This design comes from an exercise in tuning for small area, a short achievable clock period and few clock cycles per item on the open sky130 flow, not from production work.
The RTL was checked by simulation tests, not by an equivalence proof against the original design.
Power is estimated from default activity; no workload was simulated.

**flow/design.v**
```verilog
module winnow_dec (
    input  wire        clk,
    input  wire        rst,
    input  wire        in_valid,
    output wire        in_ready,
    input  wire [7:0]  in_data,
    input  wire [6:0]  in_n,
    output wire        out_valid,
    input  wire        out_ready,
    output wire [31:0] out_data,
    output wire        out_last
);
    localparam S_HDR   = 3'd0;     
    localparam S_RAW   = 3'd1;     
    localparam S_FLAG  = 3'd2;     
    localparam S_WARM  = 3'd3;     
    localparam S_UNARY = 3'd4;     
    localparam S_LOWK  = 3'd5;     
    localparam S_ESC   = 3'd6;     
    localparam S_OUT   = 3'd7;     
    reg [2:0]  state;
    reg        out_raw;            
    reg [6:0]  n;
    reg [4:0]  kk;
    reg        fc;
    reg [1:0]  mode;
    reg [6:0]  idx;                
    reg [1:0]  bi;                 
    reg [7:0]  flags [0:63];
    reg [7:0]  flag_c;
    reg [7:0]  cur;                
    reg [3:0]  bits_left;          
    reg [5:0]  q;                  
    reg [4:0]  cnt;                
    reg [26:0] field;
    reg [23:0] x1, x2;             
    reg [31:0] out_word;
    wire       last_word = (idx == n - 7'd1);
    wire       bit_state = (state == S_WARM) || (state == S_UNARY) ||
                           (state == S_LOWK) || (state == S_ESC);
    wire       need_byte = bit_state && (bits_left == 4'd0);
    assign in_ready  = (state == S_HDR) || (state == S_RAW) || (state == S_FLAG) || need_byte;
    assign out_valid = (state == S_OUT);
    assign out_data  = out_word;
    assign out_last  = last_word;
    wire in_fire  = in_valid && in_ready;
    wire out_fire = out_valid && out_ready;
    wire bit_in   = cur[0];
    wire take_bit = bit_state && (bits_left != 4'd0);
    wire signed [26:0] sx1 = {{3{x1[23]}}, x1};
    wire signed [26:0] sx2 = {{3{x2[23]}}, x2};
    wire signed [26:0] pred = (mode == 2'd0) ? 27'sd0 :
                              (mode == 2'd1) ? sx1 :
                                               (sx1 <<< 1) - sx2;
    function [26:0] unzigzag;
        input [26:0] u;
        begin
            unzigzag = {1'b0, u[26:1]} ^ {27{u[0]}};
        end
    endfunction
    wire [26:0] field_now = field | ({26'd0, bit_in} << cnt);
    wire [26:0] u_rice = ({21'd0, q} << kk) | field_now;
    wire [26:0] u_k0   = {21'd0, q};
    wire [7:0]  flag_i = fc ? flag_c : flags[idx[5:0]];
    task automatic emit_value(input [23:0] xv);
        begin
            out_word <= {xv, flag_i};
            out_raw  <= 1'b0;
            state    <= S_OUT;
        end
    endtask
    wire [26:0] x_rice = unzigzag(u_rice) + pred;
    wire [26:0] x_k0   = unzigzag(u_k0) + pred;
    wire [26:0] x_esc  = unzigzag(field_now) + pred;
    always @(posedge clk) begin
        if (in_fire && state == S_FLAG)
            flags[idx[5:0]] <= in_data;
    end
    always @(posedge clk) begin
        if (rst) begin
            state           <= S_HDR;
            out_raw         <= 1'b0;
            n               <= 7'd1;
            kk              <= 5'd0;
            fc              <= 1'b0;
            mode            <= 2'd0;
            idx             <= 7'd0;
            bi              <= 2'd0;
            flag_c          <= 8'd0;
            cur             <= 8'd0;
            bits_left       <= 4'd0;
            q               <= 6'd0;
            cnt             <= 5'd0;
            field           <= 27'd0;
            x1              <= 24'd0;
            x2              <= 24'd0;
            out_word        <= 32'd0;
        end else begin
            if (need_byte && in_valid) begin
                cur       <= in_data;
                bits_left <= 4'd8;
            end else if (take_bit) begin
                cur       <= cur >> 1;
                bits_left <= bits_left - 4'd1;
            end
            case (state)
                S_HDR: begin
                    if (in_fire) begin
                        n     <= in_n;
                        kk    <= in_data[7:3];
                        fc    <= in_data[2];
                        mode  <= in_data[1:0];
                        idx   <= 7'd0;
                        bi    <= 2'd0;
                        state <= (in_data[1:0] == 2'd3) ? S_RAW : S_FLAG;
                    end
                end
                S_RAW: begin
                    if (in_fire) begin
                        out_word[8*bi +: 8] <= in_data;
                        bi <= bi + 2'd1;
                        if (bi == 2'd3) begin
                            out_raw <= 1'b1;
                            state <= S_OUT;
                        end
                    end
                end
                S_FLAG: begin
                    if (in_fire) begin
                        flag_c <= in_data;
                        if (fc || last_word) begin
                            idx       <= 7'd0;
                            bits_left <= 4'd0;
                            q         <= 6'd0;
                            cnt       <= 5'd0;
                            field     <= 27'd0;
                            state     <= (mode != 2'd0) ? S_WARM : S_UNARY;
                        end else begin
                            idx <= idx + 7'd1;
                        end
                    end
                end
                S_WARM: begin
                    if (take_bit) begin
                        if (cnt == 5'd23) begin
                            emit_value(field_now[23:0]);
                        end else begin
                            field <= field_now;
                            cnt   <= cnt + 5'd1;
                        end
                    end
                end
                S_UNARY: begin
                    if (take_bit) begin
                        if (bit_in) begin
                            if (q == 6'd31) begin
                                q     <= 6'd32;
                                state <= S_ESC;
                            end else begin
                                q <= q + 6'd1;
                            end
                        end else if (kk == 5'd0) begin
                            emit_value(x_k0[23:0]);
                        end else begin
                            state <= S_LOWK;
                        end
                    end
                end
                S_LOWK: begin
                    if (take_bit) begin
                        if (cnt == kk - 5'd1) begin
                            emit_value(x_rice[23:0]);
                        end else begin
                            field <= field_now;
                            cnt   <= cnt + 5'd1;
                        end
                    end
                end
                S_ESC: begin
                    if (take_bit) begin
                        if (cnt == 5'd26) begin
                            emit_value(x_esc[23:0]);
                        end else begin
                            field <= field_now;
                            cnt   <= cnt + 5'd1;
                        end
                    end
                end
                default: begin  
                    if (out_fire) begin
                        if (out_raw) begin
                            bi <= 2'd0;
                            if (last_word) begin
                                state <= S_HDR;
                            end else begin
                                idx   <= idx + 7'd1;
                                state <= S_RAW;
                            end
                        end else begin
                            x1    <= out_word[31:8];
                            x2    <= x1;
                            q     <= 6'd0;
                            cnt   <= 5'd0;
                            field <= 27'd0;
                            if (last_word) begin
                                bits_left <= 4'd0;    
                                state     <= S_HDR;
                            end else begin
                                idx   <= idx + 7'd1;
                                state <= (idx + 7'd1 < {5'd0, mode}) ? S_WARM : S_UNARY;
                            end
                        end
                    end
                end
            endcase
        end
    end
endmodule
```
**flow/run.sh**
```bash
#!/bin/bash
# synth_recipe.tcl (not shown) runs the flow's synth.tcl, then flattens the netlist and writes it again
# the make line also repeats each setting of config.mk as NAME=value (left out here)
make -C /OpenROAD-flow-scripts/flow DESIGN_CONFIG=/design/flow/config.mk WORK_HOME=/design/flow/orfs CLKGATE_MAP_FILE= SYNTH_SCRIPT=/design/flow/synth_recipe.tcl finish
```
**flow/config.mk**
```make
export PLATFORM = sky130hd
export DESIGN_NAME = winnow_dec
export DESIGN_NICKNAME = winnow_dec
export VERILOG_FILES = /design/flow/design.v
export SDC_FILE = /design/flow/constraint.sdc
export NUM_CORES = 4
export LEC_CHECK = 0
export CAP_MARGIN = 20
export CORE_MARGIN = 2
export CORE_UTILIZATION = 40
export SLEW_MARGIN = 20
```
**flow/constraint.sdc**
```tcl
create_clock -name core_clock -period 10.0 [get_ports {clk}]
set_input_delay 2.0000 -clock core_clock [delete_from_list [all_inputs] [get_ports {clk}]]
set_output_delay 2.0000 -clock core_clock [all_outputs]
set_load 0.01 [all_outputs]
```
==> reports/results.tsv <==
stage	metric	value	unit
logic_synthesis	async_flop_share	0	
timing	maxSlewHeadroom	0.312	
placed_design	dp_hpwl	59200	µm
floorplanning	core_area	80200	µm²
logic_synthesis	synth-edff-count	512	
cts	ctsResizeCount	0	
worst_hold_path	hp-start	cur[5]$_SDFFE_PP0P_	
global_route	grt_pass1_vias	20986	
routing	drc	0	
finish	drive_gt1_frac	0.142	
critical_path	crit_fanout	26	
critical_path	crit_family	compound AO/OA/AOI/OAI gates	
critical_path	cp.required	10.49	ns
floorplanning	rows	104	
critical_path	rr_endpoint	out_word[31]$_SDFFE_PP0P_	
timing	tightest_slew	1.03	ns
finish	fin_nets	2605	
timing	finalMaxSlewViolations	0	
floorplanning	pin_count	54	
cts	cts.sink_count	682	
floorplanning	die_h	288	µm
logic_synthesis	yosys_most_used_dff	edfxtp_1	
global_route	grt_start_max_net_pins	66	
cts	cts_tree	done	
logic_synthesis	ys_ff_latch	682	
routing	num_vias	21576	
global_route	grt_pass1_wl	133000	µm
logic_synthesis	synth_area_per_cell	12.7	µm²
cts	htreeDepth	3	
power_and_ir_drop	p_leak	11.6	nW
logic_synthesis	synth_seq_area_share	0.583	
logic_synthesis	ys_warn_count	1	
power_and_ir_drop	total_power	8.16	mW
power_and_ir_drop	peakVddDrop	0.114	mV
critical_path	reg2regPathDepth	16	
critical_path	cp_num_cells	16	
timing	hold_ws	0.459	ns
global_route	grt_usage	0.213	
logic_synthesis	synthCells	2532	
run_status	status	no timing/DRC/antenna violations	
placed_design	port_buffers	53	
finish	fillers	7140	
logic_synthesis	yosysUniqueCellTypes	95	
finish	syn2layout_area_growth	12.5	%
global_route	antenna_found_initial	3	
power_and_ir_drop	power.density	225	nW/µm²
job	cap_violations	0	
floorplanning	dieArea	82800	µm²
floorplanning	start_util	0.402	
critical_path	crit_arrival	6.02	ns
cts	cts_root_buffer	clkbuf_16	
worst_hold_path	hold_path_end	cur[5]$_SDFFE_PP0P_	
routing	wl_per_cell	24.3	µm
critical_path	path_cells	nor4b_4, a21oi_4, a21boi_2, buf_4, xnor2_1, a221oi_1, nor2_1, ha_1, o21ai_0, a21oi_1, o2111ai_1, a2111oi_0, nor2_1, o221a_2, and4b_1, or3_1	
critical_path	r2r-start	cnt[2]$_SDFFE_PP0P_	
timing	hold_viol	0	
critical_path	cp_num_buf_inv	1	
routing	viasPerCell	5.92	
worst_hold_path	min-delay-path-class	flop to flop	
timing	fin_crit_sh	0.553	
timing	grt_setup_unrepaired	no	
placed_design	place_congestion	0.938	
placed_design	dp_cells	3510	
cts	cts_buffers	74	
timing	tns	0	ns
cts	cts_hold_buf	0	
critical_path	critPathSlowestCell	a21oi_4	
routing	first_iter_violations	2177	
logic_synthesis	synthesis.area	32200	µm²
cts	clkTransAtPathRegs	0.06	ns
worst_hold_path	hold_depth	2	
floorplanning	die_width	288	µm
cts	postCtsSetupBuffers	0	
critical_path	slowest_delay	0.83	ns
routing	antenna_left	0	
critical_path	crit_top_cell	nor2_1	
timing	fin_crit	5.53	ns
critical_path	critPathLaunchType	flop	
timing	max_freq	0.181	GHz
critical_path	worstSetupPathType	flop to flop	
critical_path	end_kind	flop	
logic_synthesis	syn-num-nets	2610	
timing	setup_viol	0	
cts	worstSkewPairLatency	0.64	ns
cts	clockBufferDepth	3	
timing	skew	0.0475	ns
finish	stdcell_count	3644	
routing	routed_wl	88500	µm
critical_path	r2r_slack	4.47	ns
timing	worst_slack	4.47	ns
routing	first_pass_iters	8	
placed_design	dp_slack	4.46	ns
global_route	grt-ovfl-total	0	
[worst max path at each step]
| stage | slack, ns | start | endpoint |
|---|---|---|---|
| 6_report | 4.47 | cnt[2]$_SDFFE_PP0P_ | out_word[31]$_SDFFE_PP0P_ |
| 5_1_grt | 3.96 | cnt[2]$_SDFFE_PP0P_ | out_word[31]$_SDFFE_PP0P_ |
| 2_1_floorplan | 5.39 | x1[0]$_SDFFE_PP0P_ | out_word[31]$_SDFFE_PP0P_ |
| 3_5_place_dp | 4.46 | x2[1]$_SDFFE_PP0P_ | out_word[31]$_SDFFE_PP0P_ |
| 3_3_place_gp | 4.50 | x2[0]$_SDFFE_PP0P_ | out_word[31]$_SDFFE_PP0P_ |
| 4_1_cts | 4.41 | x2[1]$_SDFFE_PP0P_ | out_word[31]$_SDFFE_PP0P_ |
[worst min-delay path, delay by kind of cell, from the launching register on]
kind	cells	cell delay (ns)
AOI/OAI and AO/OA	1	0.06
and+or+nand+nor	1	0.05
DFF	1	0.30
[cell families after synthesis]
family | share of synthesized area
AOI/OAI and AO/OA | 0.112
buffers and inverters | 0.0288
and+or+nand+nor | 0.101
adders and majority gates | 0.0234
DFF | 0.583
muxes | 0.125
xor gates and xnor gates | 0.0267
[registers in the layout, summed over array words and instances (netlist names), named ones only]
register	cells
bi	2
x2	24
state	3
q	6
cur	8
x1	24
idx	7
out_word	32
out_raw	1
kk	5
cnt	5
flag_c	8
flags	512
fc	1
bits_left	4
field	25
n	7
mode	2
[cells in the mapped netlist, types with 14 or more instances]
cell / n / area [µm²]
a211oi_1: 35 / 263
a21o_1: 21 / 158
a21oi_1: 179 / 896
a221oi_1: 33 / 289
a22oi_1: 42 / 315
a31oi_1: 24 / 150
and3_1: 16 / 100
buf_1: 22 / 82.6
buf_2: 23 / 115
clkbuf_1: 114 / 428
dfxtp_1: 170 / 3400
edfxtp_1: 512 / 15400
ha_1: 57 / 713
inv_1: 57 / 214
mux2i_1: 14 / 140
mux4_2: 168 / 3780
nand2_1: 274 / 1030
nand3_1: 40 / 200
nor2_1: 238 / 893
nor2b_1: 25 / 156
nor3_1: 28 / 140
o21a_1: 15 / 113
o21ai_0: 76 / 380
o21ai_1: 18 / 90.1
xnor2_1: 45 / 394
xor2_1: 50 / 438
[cell type report]
type                       instances  area [µm²]  share of cell area
antenna                            1        2.50           0.0000690
clock buffer                      94        1970              0.0543
multi-input combinational       1622       12500               0.346
inverter                          60         225             0.00621
sequential                       682       18800               0.518
clock inverter                    38         638              0.0176
timing repair buffer              87         763              0.0211
tap                             1060        1330              0.0366
[metal layers]
layer  wire (µm)  vias to the layer above  global-route usage  share of wire
met3        6580                      141              0.0311          0.074
met4        2120                        0              0.0615          0.024
met1       38400                    10886               0.305           0.43
li1            -                     9627                   -              -
met2       41400                      922               0.337           0.47
met5           0                        -                   0              0
[where the power goes]
group,switching [mW],internal [mW],total [mW]
logic,1.12,0.781,1.91
clock network,1.18,1.73,2.91
registers,0.209,3.14,3.35
[metrics by stage]
stage | cell area (µm²) | utilization
2_1_floorplan | 32200 | -
6_report | 36200 | 0.452
3_3_place_gp | 33600 | 0.419
5_1_grt | 36200 | 0.452
3_5_place_dp | 33600 | 0.419
4_1_cts | 36200 | 0.452
[cell usage in the layout, fill, tap and decap left out, types with 33 or more instances in the layout]
| master | count |
|---|---|
| a211oi_1 | 35 |
| a21oi_1 | 179 |
| a221oi_1 | 33 |
| a22oi_1 | 42 |
| buf_4 | 34 |
| clkbuf_16 | 74 |
| clkdlybuf4s50_1 | 44 |
| dfxtp_1 | 166 |
| edfxtp_1 | 512 |
| ha_1 | 57 |
| inv_1 | 57 |
| mux4_2 | 168 |
| nand2_1 | 273 |
| nand3_1 | 40 |
| nor2_1 | 238 |
| o21ai_0 | 76 |
| xnor2_1 | 45 |
| xor2_1 | 50 |
Testbench counts, summed over its fixed seeds: cycles 240,322, blocks 320.

==> what the ideal ports hide <==
How much do the figures lean on ideal ports? The routed layout below was timed once more, with nothing changed but the port constraints. Step 1 sets driving cells, clkbuf_16 on the clock port and buf_2 on the other inputs (assumed; they add their load-dependent delay and slew). Step 2 moves the port delays by t, midway between the first and last clock arrival at a register: inputs arrive t later, outputs are due t later. That takes back most of the time a late clock gives input paths. a / b / c = ideal ports / drivers / drivers and shift; a / b = the first two.
shift t [ns]: 0.690
setup slack, ns: 4.472 / 4.472 / 4.457
worst hold slack (ns): 0.459 / 0.459 / 0.459
worst setup path at the end: input to register
worst data-port slew with drivers (ns): 0.08
After both steps setup and hold are still met in this run. The setup slack of this run moves by 0.000 ns with the drivers and by -0.015 ns with both steps.
